What follows belongs to an exercise in optimizing a design on an open flow for small area and few clock cycles per item; a production flow would make more cautious choices.
At most, simulation tests tie the RTL to the original design; equivalence was not proved.

==> v11: inputs <==
==> flow/design.v (excerpt) <==
module pix_corr (
    input  wire        clk,
    input  wire        rst,
    input  wire        in_valid,
    output wire        in_ready,
    input  wire [17:0] in_pix,
    input  wire [2:0]  in_bcode,
    input  wire [17:0] in_offset,
    input  wire [17:0] in_gain,
    input  wire [17:0] in_ratio,
    input  wire [17:0] in_drift,
    input  wire [2:0]  in_wcode,
    output wire        out_valid,
    input  wire        out_ready,
    output wire [17:0] out_data,
    output wire        out_sat_lo,
    output wire        out_sat_hi
);
==> flow/config.mk <==
export PLATFORM = sky130hd
export DESIGN_NAME = pix_corr
export DESIGN_NICKNAME = pix_corr
export VERILOG_FILES = /design/flow/design.v
export SDC_FILE = /design/flow/constraint.sdc
export NUM_CORES = 4
export LEC_CHECK = 0
export ABC_AREA = 1
export CAP_MARGIN = 5
export CORE_MARGIN = 2
export CORE_UTILIZATION = 40
export CTS_BUF_LIST = sky130_fd_sc_hd__clkbuf_4 sky130_fd_sc_hd__clkbuf_8
export SLEW_MARGIN = 5
export SYNTH_HIERARCHICAL = 1
export SYNTH_MINIMUM_KEEP_SIZE = 0
==> flow/constraint.sdc <==
create_clock -name core_clock -period 10.0 [get_ports {clk}]
set_input_delay 2.0000 -clock core_clock [delete_from_list [all_inputs] [get_ports {clk}]]
set_output_delay 2.0000 -clock core_clock [all_outputs]
set_load 0.01 [all_outputs]
run.sh (not shown) runs the stock make flow with config.mk's settings and CLKGATE_MAP_FILE= SYNTH_SCRIPT=/design/flow/synth_recipe.tcl, a recipe that flattens the netlist after the stock synthesis.
==> inputs of v9, as changes to v11 <==
==> flow/flow/run.sh (new file) <==
#!/bin/bash
# The standard layout (the standard.sh, unchanged synthesis and steps), with one
# difference: the port buffers that global placement inserts on every input and output
# are sky130_fd_sc_hd__buf_1 instead of the resizer's default pick.
set -euo pipefail
export BUFFER_PORTS_ARGS="-buffer_cell sky130_fd_sc_hd__buf_1"
bash standard.sh > standard.log 2>&1
==> flow/standard.sh (new file) <==
#!/bin/bash
# synth_recipe.tcl (not shown) runs the flow's synth.tcl, then flattens the netlist and writes it again
# the make line also repeats each setting of config.mk as NAME=value (left out here)
make -C /OpenROAD-flow-scripts/flow DESIGN_CONFIG=/design/flow/config.mk WORK_HOME=/design/flow/orfs CLKGATE_MAP_FILE= SYNTH_SCRIPT=/design/flow/synth_recipe.tcl "${@:-finish}"
--- a/flow/config.mk
+++ b/flow/config.mk
@@ -7,9 +7,8 @@
 export LEC_CHECK = 0
 export ABC_AREA = 1
-export CAP_MARGIN = 5
+export CAP_MARGIN = 20
 export CORE_MARGIN = 2
 export CORE_UTILIZATION = 40
-export CTS_BUF_LIST = sky130_fd_sc_hd__clkbuf_4 sky130_fd_sc_hd__clkbuf_8
-export SLEW_MARGIN = 5
+export SLEW_MARGIN = 20
 export SYNTH_HIERARCHICAL = 1
 export SYNTH_MINIMUM_KEEP_SIZE = 0
removed: flow/run.sh
==> qor summary <==
metric	v9	v11
Run status	finished clean	finished clean
Final RePlAce weighted congestion	0.917	0.924
Seq area share	0.0987	0.0939
Number of global-route vias before repair	28,600	28,800
Layout Skew	13.8 ps	22.1 ps
Met2 GRT Util	0.400	0.407
Final Non-Filler Cells	4,674	4,760
Multi-input gate share of the layout cell area	0.767	0.739
Levels on crit path	34	36
Total half-perimeter wirelength after legalization and detailed placement	77,400 um	79,300 um
Critical-path cell with the highest stage delay	sky130_fd_sc_hd__edfxtp_1	sky130_fd_sc_hd__fa_1
Launching instance or port of the critical path	q2[0]	lo2
Via Count	27,700	28,500
Wire length on met3	9450 um	9570 um
Minimum setup slack among reg-to-reg paths	1690 ps	1660 ps
Hold worst-path end	q2[17]	q2[16]
Final core occ	0.435	0.457
Testbench counts of v11, summed over its fixed seeds: cycles 16,016, items 16,000.
Testbench counts of v9, summed over its fixed seeds: cycles 16,016, items 16,000.


==> run K: inputs <==
Another version of the RTL of pix_corr (not shown whole).
==> flow/config.mk <==
export PLATFORM = sky130hd
export DESIGN_NAME = pix_corr
export DESIGN_NICKNAME = pix_corr
export VERILOG_FILES = /design/flow/design.v
export SDC_FILE = /design/flow/constraint.sdc
export NUM_CORES = 4
export LEC_CHECK = 0
export ABC_AREA = 1
export CAP_MARGIN = 20
export CORE_MARGIN = 2
export CORE_UTILIZATION = 40
export SLEW_MARGIN = 20
export SYNTH_HIERARCHICAL = 1
export SYNTH_MINIMUM_KEEP_SIZE = 0
==> flow/constraint.sdc <==
create_clock -name core_clock -period 10.0 [get_ports {clk}]
set_input_delay 2.0000 -clock core_clock [delete_from_list [all_inputs] [get_ports {clk}]]
set_output_delay 2.0000 -clock core_clock [all_outputs]
set_load 0.01 [all_outputs]
standard.sh (not shown) runs the stock make flow with config.mk's settings and CLKGATE_MAP_FILE= SYNTH_SCRIPT=/design/flow/synth_recipe.tcl, a recipe that flattens the netlist after the stock synthesis.
==> flow/flow/run.sh <==
#!/bin/bash
# The standard layout (the standard.sh, unchanged synthesis and steps), with one
# difference: the port buffers that global placement inserts on every input and output
# are sky130_fd_sc_hd__buf_1 instead of the resizer's default pick.
set -euo pipefail
export BUFFER_PORTS_ARGS="-buffer_cell sky130_fd_sc_hd__buf_1"
bash standard.sh > standard.log 2>&1
==> inputs of run Z, as changes to run K <==
--- a/flow/design.v
+++ b/flow/design.v
@@ -3022,22 +3022,20 @@
     pc_fa u336 (.a(p183), .b(p204), .c(c328), .s(s335), .co(c336));
     pc_fa u338 (.a(s333), .b(c330), .c(s335), .s(s337), .co(c338));
     pc_fa u340 (.a(p121), .b(p142), .c(p163), .s(s339), .co(c340));
     pc_fa u342 (.a(p184), .b(p205), .c(p226), .s(s341), .co(c342));
     pc_fa u344 (.a(c334), .b(s339), .c(s341), .s(s343), .co(c344));
-    assign s345 = c336 ^ s343;
-    assign c346 = c336 & s343;
+    pc_fa u346 (.a(c336), .b(s343), .c(c338), .s(s345), .co(c346));
     pc_fa u348 (.a(p122), .b(p143), .c(p164), .s(s347), .co(c348));
     pc_fa u350 (.a(p185), .b(p206), .c(p227), .s(s349), .co(c350));
     pc_fa u352 (.a(c340), .b(c342), .c(s347), .s(s351), .co(c352));
     pc_fa u354 (.a(s349), .b(c344), .c(s351), .s(s353), .co(c354));
     pc_fa u356 (.a(p123), .b(p144), .c(p165), .s(s355), .co(c356));
     pc_fa u358 (.a(p186), .b(p207), .c(p228), .s(s357), .co(c358));
     pc_fa u360 (.a(p249), .b(c348), .c(c350), .s(s359), .co(c360));
     pc_fa u362 (.a(s355), .b(s357), .c(c352), .s(s361), .co(c362));
-    assign s363 = s359 ^ c354;
-    assign c364 = s359 & c354;
+    pc_fa u364 (.a(s359), .b(c354), .c(s361), .s(s363), .co(c364));
     pc_fa u366 (.a(p124), .b(p145), .c(p166), .s(s365), .co(c366));
     pc_fa u368 (.a(p187), .b(p208), .c(p229), .s(s367), .co(c368));
     pc_fa u370 (.a(p250), .b(c356), .c(c358), .s(s369), .co(c370));
     pc_fa u372 (.a(s365), .b(s367), .c(c360), .s(s371), .co(c372));
     pc_fa u374 (.a(s369), .b(c362), .c(s371), .s(s373), .co(c374));
@@ -3140,12 +3138,11 @@
     assign s553 = c546 ^ s551;
     assign c554 = c546 & s551;
     pc_fa u556 (.a(p267), .b(p288), .c(p309), .s(s555), .co(c556));
     pc_fa u558 (.a(c550), .b(s555), .c(c552), .s(s557), .co(c558));
     pc_fa u560 (.a(p268), .b(p289), .c(p310), .s(s559), .co(c560));
-    assign s561 = c556 ^ s559;
-    assign c562 = c556 & s559;
+    pc_fa u562 (.a(c556), .b(s559), .c(c558), .s(s561), .co(c562));
     pc_fa u564 (.a(p290), .b(p311), .c(c560), .s(s563), .co(c564));
     pc_fa u566 (.a(p291), .b(p312), .c(c564), .s(s565), .co(c566));
     assign gg567[0] = p111 ^ 1'b0;
     assign k568 = p111 & 1'b0;
     assign gg567[1] = p112 ^ k568;
@@ -3164,16 +3161,16 @@
     assign gg567[7] = s578;
     assign g580 = s331 & 1'b0;
     assign h581 = s331 ^ 1'b0;
     assign g582 = c332 & s337;
     assign h583 = c332 ^ s337;
-    assign g584 = c338 & s345;
-    assign h585 = c338 ^ s345;
+    assign g584 = s345 & 1'b0;
+    assign h585 = s345 ^ 1'b0;
     assign g586 = c346 & s353;
     assign h587 = c346 ^ s353;
-    assign g588 = s361 & s363;
-    assign h589 = s361 ^ s363;
+    assign g588 = s363 & 1'b0;
+    assign h589 = s363 ^ 1'b0;
     assign g590 = c364 & s373;
     assign h591 = c364 ^ s373;
     assign g592 = c374 & s385;
     assign h593 = c374 ^ s385;
     assign g594 = c386 & s397;
@@ -3206,12 +3203,12 @@
     assign h621 = c542 ^ s547;
     assign g622 = c548 & s553;
     assign h623 = c548 ^ s553;
     assign g624 = c554 & s557;
     assign h625 = c554 ^ s557;
-    assign g626 = c558 & s561;
-    assign h627 = c558 ^ s561;
+    assign g626 = s561 & 1'b0;
+    assign h627 = s561 ^ 1'b0;
     assign g628 = c562 & s563;
     assign h629 = c562 ^ s563;
     assign g630 = s565 & 1'b0;
     assign h631 = s565 ^ 1'b0;
     assign g632 = p313 & c566;
@@ -4697,12 +4694,11 @@
     pc_fa u2356 (.a(p2170), .b(p2191), .c(p2212), .s(s2355), .co(c2356));
     pc_fa u2358 (.a(c2336), .b(c2338), .c(c2340), .s(s2357), .co(c2358));
     pc_fa u2360 (.a(s2351), .b(s2353), .c(s2355), .s(s2359), .co(c2360));
     pc_fa u2362 (.a(c2342), .b(c2344), .c(s2357), .s(s2361), .co(c2362));
     pc_fa u2364 (.a(s2359), .b(c2346), .c(s2361), .s(s2363), .co(c2364));
-    assign s2365 = c2348 ^ s2363;
-    assign c2366 = c2348 & s2363;
+    pc_fa u2366 (.a(c2348), .b(s2363), .c(c2350), .s(s2365), .co(c2366));
     pc_fa u2368 (.a(rw2233), .b(p2045), .c(p2066), .s(s2367), .co(c2368));
     pc_fa u2370 (.a(p2087), .b(p2108), .c(p2129), .s(s2369), .co(c2370));
     pc_fa u2372 (.a(p2150), .b(p2171), .c(p2192), .s(s2371), .co(c2372));
     pc_fa u2374 (.a(p2213), .b(c2352), .c(c2354), .s(s2373), .co(c2374));
     pc_fa u2376 (.a(c2356), .b(s2367), .c(s2369), .s(s2375), .co(c2376));
@@ -4799,12 +4795,12 @@
     assign h2515 = s2319 ^ 1'b0;
     assign g2516 = c2320 & s2333;
     assign h2517 = c2320 ^ s2333;
     assign g2518 = s2349 & 1'b0;
     assign h2519 = s2349 ^ 1'b0;
-    assign g2520 = c2350 & s2365;
-    assign h2521 = c2350 ^ s2365;
+    assign g2520 = s2365 & 1'b0;
+    assign h2521 = s2365 ^ 1'b0;
     assign g2522 = c2366 & s2381;
     assign h2523 = c2366 ^ s2381;
     assign g2524 = c2382 & s2395;
     assign h2525 = c2382 ^ s2395;
     assign g2526 = c2396 & s2409;
Settings changed: CORE_UTILIZATION 40 to 55.
==> inputs of run Y, as changes to run K <==
--- a/flow/design.v
+++ b/flow/design.v
@@ -3022,22 +3022,20 @@
     pc_fa u336 (.a(p183), .b(p204), .c(c328), .s(s335), .co(c336));
     pc_fa u338 (.a(s333), .b(c330), .c(s335), .s(s337), .co(c338));
     pc_fa u340 (.a(p121), .b(p142), .c(p163), .s(s339), .co(c340));
     pc_fa u342 (.a(p184), .b(p205), .c(p226), .s(s341), .co(c342));
     pc_fa u344 (.a(c334), .b(s339), .c(s341), .s(s343), .co(c344));
-    assign s345 = c336 ^ s343;
-    assign c346 = c336 & s343;
+    pc_fa u346 (.a(c336), .b(s343), .c(c338), .s(s345), .co(c346));
     pc_fa u348 (.a(p122), .b(p143), .c(p164), .s(s347), .co(c348));
     pc_fa u350 (.a(p185), .b(p206), .c(p227), .s(s349), .co(c350));
     pc_fa u352 (.a(c340), .b(c342), .c(s347), .s(s351), .co(c352));
     pc_fa u354 (.a(s349), .b(c344), .c(s351), .s(s353), .co(c354));
     pc_fa u356 (.a(p123), .b(p144), .c(p165), .s(s355), .co(c356));
     pc_fa u358 (.a(p186), .b(p207), .c(p228), .s(s357), .co(c358));
     pc_fa u360 (.a(p249), .b(c348), .c(c350), .s(s359), .co(c360));
     pc_fa u362 (.a(s355), .b(s357), .c(c352), .s(s361), .co(c362));
-    assign s363 = s359 ^ c354;
-    assign c364 = s359 & c354;
+    pc_fa u364 (.a(s359), .b(c354), .c(s361), .s(s363), .co(c364));
     pc_fa u366 (.a(p124), .b(p145), .c(p166), .s(s365), .co(c366));
     pc_fa u368 (.a(p187), .b(p208), .c(p229), .s(s367), .co(c368));
     pc_fa u370 (.a(p250), .b(c356), .c(c358), .s(s369), .co(c370));
     pc_fa u372 (.a(s365), .b(s367), .c(c360), .s(s371), .co(c372));
     pc_fa u374 (.a(s369), .b(c362), .c(s371), .s(s373), .co(c374));
@@ -3140,12 +3138,11 @@
     assign s553 = c546 ^ s551;
     assign c554 = c546 & s551;
     pc_fa u556 (.a(p267), .b(p288), .c(p309), .s(s555), .co(c556));
     pc_fa u558 (.a(c550), .b(s555), .c(c552), .s(s557), .co(c558));
     pc_fa u560 (.a(p268), .b(p289), .c(p310), .s(s559), .co(c560));
-    assign s561 = c556 ^ s559;
-    assign c562 = c556 & s559;
+    pc_fa u562 (.a(c556), .b(s559), .c(c558), .s(s561), .co(c562));
     pc_fa u564 (.a(p290), .b(p311), .c(c560), .s(s563), .co(c564));
     pc_fa u566 (.a(p291), .b(p312), .c(c564), .s(s565), .co(c566));
     assign gg567[0] = p111 ^ 1'b0;
     assign k568 = p111 & 1'b0;
     assign gg567[1] = p112 ^ k568;
@@ -3164,16 +3161,16 @@
     assign gg567[7] = s578;
     assign g580 = s331 & 1'b0;
     assign h581 = s331 ^ 1'b0;
     assign g582 = c332 & s337;
     assign h583 = c332 ^ s337;
-    assign g584 = c338 & s345;
-    assign h585 = c338 ^ s345;
+    assign g584 = s345 & 1'b0;
+    assign h585 = s345 ^ 1'b0;
     assign g586 = c346 & s353;
     assign h587 = c346 ^ s353;
-    assign g588 = s361 & s363;
-    assign h589 = s361 ^ s363;
+    assign g588 = s363 & 1'b0;
+    assign h589 = s363 ^ 1'b0;
     assign g590 = c364 & s373;
     assign h591 = c364 ^ s373;
     assign g592 = c374 & s385;
     assign h593 = c374 ^ s385;
     assign g594 = c386 & s397;
@@ -3206,12 +3203,12 @@
     assign h621 = c542 ^ s547;
     assign g622 = c548 & s553;
     assign h623 = c548 ^ s553;
     assign g624 = c554 & s557;
     assign h625 = c554 ^ s557;
-    assign g626 = c558 & s561;
-    assign h627 = c558 ^ s561;
+    assign g626 = s561 & 1'b0;
+    assign h627 = s561 ^ 1'b0;
     assign g628 = c562 & s563;
     assign h629 = c562 ^ s563;
     assign g630 = s565 & 1'b0;
     assign h631 = s565 ^ 1'b0;
     assign g632 = p313 & c566;
@@ -3396,11 +3393,11 @@
     assign bt756 = (d1[15] & ~d1[14] & ~d1[13]) | (~d1[15] & d1[14] & d1[13]);
     assign bn757 = d1[17];
     assign bo758 = d1[16] ^ d1[15];
     assign bt759 = (d1[17] & ~d1[16] & ~d1[15]) | (~d1[17] & d1[16] & d1[15]);
     assign bo760 = d1[18] ^ d1[17];
-    assign bt761 = ~d1[19] & d1[18] & d1[17];
+    assign bt761 = 1'b0;
     assign p762 = ((bo734 & (~g1[0]))) ^ bn733;
     assign p763 = ((bo734 & (~g1[1])) | (bt735 & (~g1[0]))) ^ bn733;
     assign p764 = ((bo734 & (~g1[2])) | (bt735 & (~g1[1]))) ^ bn733;
     assign p765 = ((bo734 & (~g1[3])) | (bt735 & (~g1[2]))) ^ bn733;
     assign p766 = ((bo734 & (~g1[4])) | (bt735 & (~g1[3]))) ^ bn733;
@@ -4697,12 +4694,11 @@
     pc_fa u2356 (.a(p2170), .b(p2191), .c(p2212), .s(s2355), .co(c2356));
     pc_fa u2358 (.a(c2336), .b(c2338), .c(c2340), .s(s2357), .co(c2358));
     pc_fa u2360 (.a(s2351), .b(s2353), .c(s2355), .s(s2359), .co(c2360));
     pc_fa u2362 (.a(c2342), .b(c2344), .c(s2357), .s(s2361), .co(c2362));
     pc_fa u2364 (.a(s2359), .b(c2346), .c(s2361), .s(s2363), .co(c2364));
-    assign s2365 = c2348 ^ s2363;
-    assign c2366 = c2348 & s2363;
+    pc_fa u2366 (.a(c2348), .b(s2363), .c(c2350), .s(s2365), .co(c2366));
     pc_fa u2368 (.a(rw2233), .b(p2045), .c(p2066), .s(s2367), .co(c2368));
     pc_fa u2370 (.a(p2087), .b(p2108), .c(p2129), .s(s2369), .co(c2370));
     pc_fa u2372 (.a(p2150), .b(p2171), .c(p2192), .s(s2371), .co(c2372));
     pc_fa u2374 (.a(p2213), .b(c2352), .c(c2354), .s(s2373), .co(c2374));
     pc_fa u2376 (.a(c2356), .b(s2367), .c(s2369), .s(s2375), .co(c2376));
@@ -4799,12 +4795,12 @@
     assign h2515 = s2319 ^ 1'b0;
     assign g2516 = c2320 & s2333;
     assign h2517 = c2320 ^ s2333;
     assign g2518 = s2349 & 1'b0;
     assign h2519 = s2349 ^ 1'b0;
-    assign g2520 = c2350 & s2365;
-    assign h2521 = c2350 ^ s2365;
+    assign g2520 = s2365 & 1'b0;
+    assign h2521 = s2365 ^ 1'b0;
     assign g2522 = c2366 & s2381;
     assign h2523 = c2366 ^ s2381;
     assign g2524 = c2382 & s2395;
     assign h2525 = c2382 ^ s2395;
     assign g2526 = c2396 & s2409;
Settings changed: CTS_BUF_LIST set to sky130_fd_sc_hd__clkbuf_8.
==> inputs of run X, as changes to run K <==
--- a/flow/design.v
+++ b/flow/design.v
@@ -3022,22 +3022,20 @@
     pc_fa u336 (.a(p183), .b(p204), .c(c328), .s(s335), .co(c336));
     pc_fa u338 (.a(s333), .b(c330), .c(s335), .s(s337), .co(c338));
     pc_fa u340 (.a(p121), .b(p142), .c(p163), .s(s339), .co(c340));
     pc_fa u342 (.a(p184), .b(p205), .c(p226), .s(s341), .co(c342));
     pc_fa u344 (.a(c334), .b(s339), .c(s341), .s(s343), .co(c344));
-    assign s345 = c336 ^ s343;
-    assign c346 = c336 & s343;
+    pc_fa u346 (.a(c336), .b(s343), .c(c338), .s(s345), .co(c346));
     pc_fa u348 (.a(p122), .b(p143), .c(p164), .s(s347), .co(c348));
     pc_fa u350 (.a(p185), .b(p206), .c(p227), .s(s349), .co(c350));
     pc_fa u352 (.a(c340), .b(c342), .c(s347), .s(s351), .co(c352));
     pc_fa u354 (.a(s349), .b(c344), .c(s351), .s(s353), .co(c354));
     pc_fa u356 (.a(p123), .b(p144), .c(p165), .s(s355), .co(c356));
     pc_fa u358 (.a(p186), .b(p207), .c(p228), .s(s357), .co(c358));
     pc_fa u360 (.a(p249), .b(c348), .c(c350), .s(s359), .co(c360));
     pc_fa u362 (.a(s355), .b(s357), .c(c352), .s(s361), .co(c362));
-    assign s363 = s359 ^ c354;
-    assign c364 = s359 & c354;
+    pc_fa u364 (.a(s359), .b(c354), .c(s361), .s(s363), .co(c364));
     pc_fa u366 (.a(p124), .b(p145), .c(p166), .s(s365), .co(c366));
     pc_fa u368 (.a(p187), .b(p208), .c(p229), .s(s367), .co(c368));
     pc_fa u370 (.a(p250), .b(c356), .c(c358), .s(s369), .co(c370));
     pc_fa u372 (.a(s365), .b(s367), .c(c360), .s(s371), .co(c372));
     pc_fa u374 (.a(s369), .b(c362), .c(s371), .s(s373), .co(c374));
@@ -3140,12 +3138,11 @@
     assign s553 = c546 ^ s551;
     assign c554 = c546 & s551;
     pc_fa u556 (.a(p267), .b(p288), .c(p309), .s(s555), .co(c556));
     pc_fa u558 (.a(c550), .b(s555), .c(c552), .s(s557), .co(c558));
     pc_fa u560 (.a(p268), .b(p289), .c(p310), .s(s559), .co(c560));
-    assign s561 = c556 ^ s559;
-    assign c562 = c556 & s559;
+    pc_fa u562 (.a(c556), .b(s559), .c(c558), .s(s561), .co(c562));
     pc_fa u564 (.a(p290), .b(p311), .c(c560), .s(s563), .co(c564));
     pc_fa u566 (.a(p291), .b(p312), .c(c564), .s(s565), .co(c566));
     assign gg567[0] = p111 ^ 1'b0;
     assign k568 = p111 & 1'b0;
     assign gg567[1] = p112 ^ k568;
@@ -3164,16 +3161,16 @@
     assign gg567[7] = s578;
     assign g580 = s331 & 1'b0;
     assign h581 = s331 ^ 1'b0;
     assign g582 = c332 & s337;
     assign h583 = c332 ^ s337;
-    assign g584 = c338 & s345;
-    assign h585 = c338 ^ s345;
+    assign g584 = s345 & 1'b0;
+    assign h585 = s345 ^ 1'b0;
     assign g586 = c346 & s353;
     assign h587 = c346 ^ s353;
-    assign g588 = s361 & s363;
-    assign h589 = s361 ^ s363;
+    assign g588 = s363 & 1'b0;
+    assign h589 = s363 ^ 1'b0;
     assign g590 = c364 & s373;
     assign h591 = c364 ^ s373;
     assign g592 = c374 & s385;
     assign h593 = c374 ^ s385;
     assign g594 = c386 & s397;
@@ -3206,12 +3203,12 @@
     assign h621 = c542 ^ s547;
     assign g622 = c548 & s553;
     assign h623 = c548 ^ s553;
     assign g624 = c554 & s557;
     assign h625 = c554 ^ s557;
-    assign g626 = c558 & s561;
-    assign h627 = c558 ^ s561;
+    assign g626 = s561 & 1'b0;
+    assign h627 = s561 ^ 1'b0;
     assign g628 = c562 & s563;
     assign h629 = c562 ^ s563;
     assign g630 = s565 & 1'b0;
     assign h631 = s565 ^ 1'b0;
     assign g632 = p313 & c566;
@@ -4697,12 +4694,11 @@
     pc_fa u2356 (.a(p2170), .b(p2191), .c(p2212), .s(s2355), .co(c2356));
     pc_fa u2358 (.a(c2336), .b(c2338), .c(c2340), .s(s2357), .co(c2358));
     pc_fa u2360 (.a(s2351), .b(s2353), .c(s2355), .s(s2359), .co(c2360));
     pc_fa u2362 (.a(c2342), .b(c2344), .c(s2357), .s(s2361), .co(c2362));
     pc_fa u2364 (.a(s2359), .b(c2346), .c(s2361), .s(s2363), .co(c2364));
-    assign s2365 = c2348 ^ s2363;
-    assign c2366 = c2348 & s2363;
+    pc_fa u2366 (.a(c2348), .b(s2363), .c(c2350), .s(s2365), .co(c2366));
     pc_fa u2368 (.a(rw2233), .b(p2045), .c(p2066), .s(s2367), .co(c2368));
     pc_fa u2370 (.a(p2087), .b(p2108), .c(p2129), .s(s2369), .co(c2370));
     pc_fa u2372 (.a(p2150), .b(p2171), .c(p2192), .s(s2371), .co(c2372));
     pc_fa u2374 (.a(p2213), .b(c2352), .c(c2354), .s(s2373), .co(c2374));
     pc_fa u2376 (.a(c2356), .b(s2367), .c(s2369), .s(s2375), .co(c2376));
@@ -4799,12 +4795,12 @@
     assign h2515 = s2319 ^ 1'b0;
     assign g2516 = c2320 & s2333;
     assign h2517 = c2320 ^ s2333;
     assign g2518 = s2349 & 1'b0;
     assign h2519 = s2349 ^ 1'b0;
-    assign g2520 = c2350 & s2365;
-    assign h2521 = c2350 ^ s2365;
+    assign g2520 = s2365 & 1'b0;
+    assign h2521 = s2365 ^ 1'b0;
     assign g2522 = c2366 & s2381;
     assign h2523 = c2366 ^ s2381;
     assign g2524 = c2382 & s2395;
     assign h2525 = c2382 ^ s2395;
     assign g2526 = c2396 & s2409;
Settings changed: CTS_BUF_LIST set to sky130_fd_sc_hd__clkbuf_8.
==> notes.md <==
item                                                                   run Y       run K       run Z       run X
Final core utilization                                                 43.8%       43.7%       59.9%       43.6%
Post-placement cell count                                               4562        4578        4270        4569
Endpoint, Worst Hold                                                   w2[2]       w2[1]       w2[2]       w2[0]
Buffer cell driving the clock tree root                             clkbuf_8   clkbuf_16   clkbuf_16    clkbuf_8
Detail-routed via count per cell                                        6.24        6.23        6.86        6.25
Status                                              timing/DRC/antenna clean  timing/DRC/antenna clean  timing/DRC/antenna clean  timing/DRC/antenna clean
Fraction of the mapped netlist area in compound gates                  17.4%       18.1%       18.0%       18.0%
Detailed-routing iteration count for the pre-antenna-repair pass           6           6           8           6
Crit Path Max Fanout                                                      11          17          10           8
Most common library cell in the layout ignoring fill and taps           fa_1     nand2_1     nand2_1     nand2_1
Count of inserted tapcells                                              1060        1070         773        1070
Horizontal die dimension                                              290 µm      291 µm      248 µm      291 µm
Critical-path cell with the highest stage delay                     edfxtp_1        fa_1    edfxtp_1        fa_1
Fraction of area in clock buffers and inverters                        1.07%       1.72%       1.65%       1.03%
Largest stage delay on the critical path                             0.55 ns     0.51 ns     0.73 ns     0.58 ns
Testbench counts of run Z, summed over its fixed seeds: cycles 16,016, items 16,000.
Testbench counts of run Y, summed over its fixed seeds: cycles 16,016, items 16,000.
Testbench counts of run X, summed over its fixed seeds: cycles 16,016, items 16,000.
Function not checked in run K: the RTL went through the layout flow alone.

[separate check: timing with driven ports]
No port has a modelled driver above. Below, the same layouts with a new extraction and two added sets of constraints. Step 1 sets driving cells, clkbuf_16 on the clock port and buf_2 on the other inputs (assumed; they add their load-dependent delay and slew). Step 2 moves the port delays by t, midway between the first and last clock arrival at a register: inputs arrive t later, outputs are due t later. That takes back most of the time a late clock gives input paths. Slacks: ideal ports / drivers / drivers and shift; pairs: ideal ports / drivers.
run	t, ns	setup slack, ns	clock arrival spread, ns	pins driven straight from the clock port
v11	0.609	0.307 / 0.252 / 0.497	0.023 / 0.022	1
v9	0.549	0.430 / 0.363 / 0.753	0.014 / 0.014	1
run K	0.554	0.479 / 0.408 / 0.062	0.018 / 0.018	1
run Z	0.552	0.177 / 0.115 / 0.273	0.027 / 0.027	1
run Y	0.582	0.408 / 0.355 / 0.160	0.020 / 0.020	1
run X	0.618	0.397 / 0.336 / 0.180	0.015 / 0.016	1
After both steps every run listed still meets setup and hold. The setup slack of run K, which loses most, moves by -0.071 ns with the drivers and by -0.417 ns with both steps.
